This is an optimization exercise on Yosys and OpenROAD, whose aim is small area and a short achievable clock period, not a production implementation.
Function was checked by simulation only, so behaviour that the tests miss may differ from the original.
Power and IR drop assume default switching activity.

==> flow/design.v (excerpt) <==
module hbm_line_codec (
  input  wire         clk,
  input  wire         rst,            
  input  wire         in_valid,
  input  wire         in_write,       
  input  wire [5:0]   in_mask,        
  input  wire [32:0]  in_addr,        
  input  wire [255:0] in_line,        
  input  wire [215:0] in_wdata,       
  output reg          out_valid,
  output reg  [1:0]   out_class,      
  output wire         out_status,     
  output wire [5:0]   out_word_err,   
  output wire [215:0] out_data,       
  output reg          out_wb,         
  output wire [255:0] out_line        
);
For scale: about 2500 cells after synthesis, ~1000 I/O pins, ~0.024 mm² of cells after synthesis.
export LEC_CHECK = 0
export CAP_MARGIN = 20
export CORE_AREA = 4 4 246 246
export DIE_AREA = 0 0 250 250
export SETUP_SLACK_MARGIN = 5
export SLEW_MARGIN = 20
create_clock -name core_clock -period 10.0 [get_ports {clk}]
standard.sh (not shown) runs the stock make flow with config.mk's settings and CLKGATE_MAP_FILE= SYNTH_SCRIPT=/design/flow/synth_recipe.tcl, a recipe that flattens the netlist after the stock synthesis.
==> flow/flow/run.sh <==
#!/bin/bash
# Layout flow: the standard flow, with the smallest buffer on the ports
# and the pins one routing track apart.
# Each ORFS step writes its full log under orfs/logs/; make's own output goes
# to standard.log.
set -euo pipefail
bash standard.sh BUFFER_PORTS_ARGS="-buffer_cell sky130_fd_sc_hd__buf_1" \
  PLACE_PINS_ARGS="-min_distance 1 -min_distance_in_tracks" finish > standard.log 2>&1
The first run finished with timing, DRC and antenna clean.
Rerun with:
==> flow/flow/run.sh (replaced) <==
#!/bin/bash
# Layout flow: the standard flow, with the smallest buffer on the ports,
# the pins one routing track apart, a lighter clock tree, and timing repair
# aimed at a setup slack of 5.3 ns.
# Each ORFS step writes its full log under orfs/logs/; make's own output goes
# to standard.log.
set -euo pipefail
bash standard.sh BUFFER_PORTS_ARGS="-buffer_cell sky130_fd_sc_hd__buf_1" \
  SETUP_SLACK_MARGIN=5.3 PLACE_PINS_ARGS="-min_distance 1 -min_distance_in_tracks" \
  CTS_ARGS="-sink_clustering_enable -repair_clock_nets -dont_use_dummy_load -buf_list {sky130_fd_sc_hd__clkbuf_8} -sink_clustering_size 16 -sink_clustering_max_diameter 60" \
  finish > standard.log 2>&1
Settings changed: PLACE_DENSITY from default to 0.8.
What happened: Hold slack got worse by 0.048 ns. Routed wire length rises by 2.8%. Via count went up by 5.6%. Die area does not change.
Rerun with:
==> flow/flow/run.sh (replaced) <==
#!/bin/bash
# Layout flow: the standard flow, with the smallest buffer on the ports
# and the pins one routing track apart.
# Each ORFS step writes its full log under orfs/logs/; make's own output goes
# to standard.log.
set -euo pipefail
bash standard.sh BUFFER_PORTS_ARGS="-buffer_cell sky130_fd_sc_hd__buf_1" \
  SETUP_SLACK_MARGIN=5.3 PLACE_PINS_ARGS="-min_distance 1 -min_distance_in_tracks" finish > standard.log 2>&1
Settings changed: PLACE_DENSITY 0.8 to default.
Effect: Power climbs by 9.2%. First-iteration DRC count drops by 30%. Die area is unchanged. Synthesized area stays the same.
Rerun with:
==> flow/flow/run.sh (replaced) <==
#!/bin/bash
# Layout flow: the standard flow, with the smallest buffer on the ports,
# the pins one routing track apart, a lighter clock tree, and timing repair
# aimed at a setup slack of 5.3 ns.
# Each ORFS step writes its full log under orfs/logs/; make's own output goes
# to standard.log.
set -euo pipefail
bash standard.sh BUFFER_PORTS_ARGS="-buffer_cell sky130_fd_sc_hd__buf_1" \
  SETUP_SLACK_MARGIN=5.3 PLACE_PINS_ARGS="-min_distance 1 -min_distance_in_tracks" \
  CTS_ARGS="-sink_clustering_enable -repair_clock_nets -dont_use_dummy_load -buf_list {sky130_fd_sc_hd__clkbuf_8} -sink_clustering_size 16 -sink_clustering_max_diameter 60" \
  finish > standard.log 2>&1
Settings changed: CORE_AREA 4 4 246 246 to 4 4 226 226, DIE_AREA 0 0 250 250 to 0 0 230 230.
Effect: Hold slack gets worse by 0.081 ns. Via count goes up by 1.2%. First-iteration DRC count goes down by 12%. Clock-buffer cell count goes down by 18. Synthesized area does not change. Design area goes down by 3.0%. Worst setup slack gets better by 0.029 ns. Flip-flop and latch count is unchanged. Die area goes down by 15%.


cedar:
hbm_line_codec again, from the RTL that the note above started with.
## hbm_line_codec
module hbm_line_codec (
  input  wire         clk,
  input  wire         rst,            
  input  wire         in_valid,
  input  wire         in_write,       
  input  wire [5:0]   in_mask,        
  input  wire [32:0]  in_addr,        
  input  wire [255:0] in_line,        
  input  wire [215:0] in_wdata,       
  output reg          out_valid,
  output reg  [1:0]   out_class,      
  output wire         out_status,     
  output wire [5:0]   out_word_err,   
  output wire [215:0] out_data,       
  output reg          out_wb,         
  output wire [255:0] out_line        
);
clock: 10.0 ns
lec_check: 0
cap_margin: 20
core_area: 4 4 216 216
die_area: 0 0 220 220
place_density: 0.7
setup_slack_margin: 5
slew_margin: 20
==> flow/flow/run.sh <==
#!/bin/bash
# Layout flow: the standard flow, with the smallest buffer on the ports
# and the pins one routing track apart.
# Each ORFS step writes its full log under orfs/logs/; make's own output goes
# to standard.log.
set -euo pipefail
bash standard.sh BUFFER_PORTS_ARGS="-buffer_cell sky130_fd_sc_hd__buf_1" \
  PLACE_PINS_ARGS="-min_distance 1 -min_distance_in_tracks" finish > standard.log 2>&1
cedar closes out successfully: all stages finished, all timing, DRC and antenna checks passed.
Here is what was changed in the inputs of garnet compared with cedar.
Settings: changing DIE_AREA from 0 0 220 220 to 0 0 250 250; changing CORE_AREA from 4 4 216 216 to 4 4 246 246; removing PLACE_DENSITY (formerly 0.7).
--- a/flow/flow/run.sh
+++ b/flow/flow/run.sh
@@ -7,2 +7,2 @@
 bash standard.sh BUFFER_PORTS_ARGS="-buffer_cell sky130_fd_sc_hd__buf_1" \
-  PLACE_PINS_ARGS="-min_distance 1 -min_distance_in_tracks" finish > standard.log 2>&1
+  SETUP_SLACK_MARGIN=5.6 PLACE_PINS_ARGS="-min_distance 1 -min_distance_in_tracks" finish > standard.log 2>&1
### Flow results
- garnet vs cedar: critical path depth in cells up in garnet
- [compare] base=cedar new=garnet: number of setup buffers added after CTS +28; sum of routed wire segments on met1 +about 7%; number of levels in the clock H-tree ~0 delta; post-route minimum period -0.42 ns.
- Higher final cell utilization of the core was reported by cedar, not garnet.
- Of garnet and cedar, the lower area growth from synthesis to layout belongs to cedar.
- Compared with cedar, garnet shows a relative contribution of the clock network to total power that is 2.3 points lower.
- Smallest setup slack after layout improves in garnet relative to cedar.
- On reported leakage power, garnet does worse than cedar.
- garnet vs cedar, share of the clock period used by the worst path went down by 4.2 points.
What amber does differently from garnet at the input level:
Settings: CORE_AREA changed from 4 4 246 246 to 4 4 346 346; PLACE_DENSITY newly set to 0.35; DIE_AREA changed from 0 0 250 250 to 0 0 350 350.
==> flow/flow/run.sh <==
#!/bin/bash
# Layout flow: the standard flow, with the smallest buffer on the ports.
# Each ORFS step writes its full log under orfs/logs/; make's own output goes
# to standard.log.
set -euo pipefail
bash standard.sh BUFFER_PORTS_ARGS="-buffer_cell sky130_fd_sc_hd__buf_1" finish > standard.log 2>&1
==> comparison <==
- For the antenna diode instance count, amber came in 6 lower than garnet did.
- Die area delta (amber − garnet): unfavourable
- garnet ended up with fewer cell instances than amber did.
- The fraction of the core area covered by cells at the end of the flow in amber sits 27 points below the value recorded for garnet.
- Between amber and garnet, count of clock-buffer cells in the layout is higher for amber, garnet comes in under that.
- Of amber and garnet, the higher final period demand of the worst path belongs to amber.
Input-level comparison between violet and amber:
Settings: DIE_AREA now 0 0 250 250, was 0 0 350 350; PLACE_DENSITY now 0.45, was 0.35; CORE_AREA now 4 4 246 246, was 4 4 346 346.
==> flow/flow/run.sh <==
#!/bin/bash
# Layout flow: the standard flow, with the smallest buffer on the ports,
# the pins one routing track apart, a lighter clock tree, and timing repair
# aimed at a setup slack of 5.3 ns.
# Each ORFS step writes its full log under orfs/logs/; make's own output goes
# to standard.log.
set -euo pipefail
bash standard.sh BUFFER_PORTS_ARGS="-buffer_cell sky130_fd_sc_hd__buf_1" \
  SETUP_SLACK_MARGIN=5.3 PLACE_PINS_ARGS="-min_distance 1 -min_distance_in_tracks" \
  CTS_ARGS="-sink_clustering_enable -repair_clock_nets -dont_use_dummy_load -buf_list {sky130_fd_sc_hd__clkbuf_8} -sink_clustering_size 16 -sink_clustering_max_diameter 60" \
  finish > standard.log 2>&1
Results
- The final reports for violet and amber show CTS clock-pin slew for the worst setup and hold paths higher in the former.
- violet against amber: proportion of power drawn by flip-flops and latches went up 2.2 points, number of ordinary and repair buffers in the finished layout held, end-of-flow core utilization has increased, setup slack went up by 0.28 ns.
- Re maximum VDD drop: amber was lower than violet.
- Via total after detailed routing delta for violet relative to amber: 1.5% higher
- violet: flow completed, timing, DRC and antenna clean
For quartz, these inputs were changed with respect to violet:
Settings: DIE_AREA: 0 0 250 250 -> 0 0 350 350; CORE_AREA: 4 4 246 246 -> 4 4 346 346; PLACE_DENSITY: 0.45 -> unset.
==> flow/flow/run.sh <==
#!/bin/bash
# Layout flow: the standard flow, with the smallest buffer on the ports
# and timing repair aimed at a setup slack of 6.5 ns.
# Each ORFS step writes its full log under orfs/logs/; make's own output goes
# to standard.log.
set -euo pipefail
bash standard.sh BUFFER_PORTS_ARGS="-buffer_cell sky130_fd_sc_hd__buf_1" \
  SETUP_SLACK_MARGIN=6.5 finish > standard.log 2>&1
- quartz vs. violet: adder-cell area share of the yosys netlist barely changed, routed wire length on met2 climbed 62%, core region area climbed 100%, detailed-routed wire length on met3 climbed 68%.
- Measured against quartz, the design area of violet comes out at 0.60 times the reference value.
- Re number of cells on the critical path: no difference whatsoever between violet and quartz.
- The final reports for quartz and violet show total of clock buffers placed in the layout higher in the former.
- quartz vs violet, worst setup path startpoint: r_syn[0][5] vs r_syn[1][5]
- Combinational cell fraction of total power ends up lower on violet.

==> what the ideal ports hide <==
In the flow no input, the clock included, has a driving cell. The finished layouts below were timed again as built, in two steps. Step 1 sets driving cells, clkbuf_16 on the clock port and buf_2 on the other inputs (assumed; they add their load-dependent delay and slew). Step 2 times the ports against the registers' clock, not the clock port: input delays grow and output delays shrink by t, the midpoint of the rising clock arrivals with the driver on. Slacks: ideal / step 1 / step 2; pairs: ideal / step 1.
run | t (ns) | slack for setup (ns) | worst setup path after step 2
the first run of note 1 | 0.605 | 5.105 / 5.046 / 4.684 | input to register
the second run of note 1 | 0.631 | 5.200 / 5.144 / 4.749 | input to register
the third run of note 1 | 0.605 | 5.292 / 5.231 / 4.755 | input to register
the fourth run of note 1 | 0.641 | 5.321 / 5.267 / 4.812 | input to register
cedar | 0.594 | 5.038 / 4.983 / 4.566 | input to register
garnet | 0.609 | 5.462 / 5.484 / 4.875 | input to register
amber | 0.670 | 5.037 / 5.056 / 4.410 | input to register
violet | 0.661 | 5.317 / 5.258 / 4.739 | input to register
quartz | 0.651 | 5.393 / 5.323 / 4.794 | input to register
After both steps every run listed still meets setup and hold. The setup slack of amber, which loses most, moves by +0.019 ns with the drivers and by -0.627 ns with both steps.
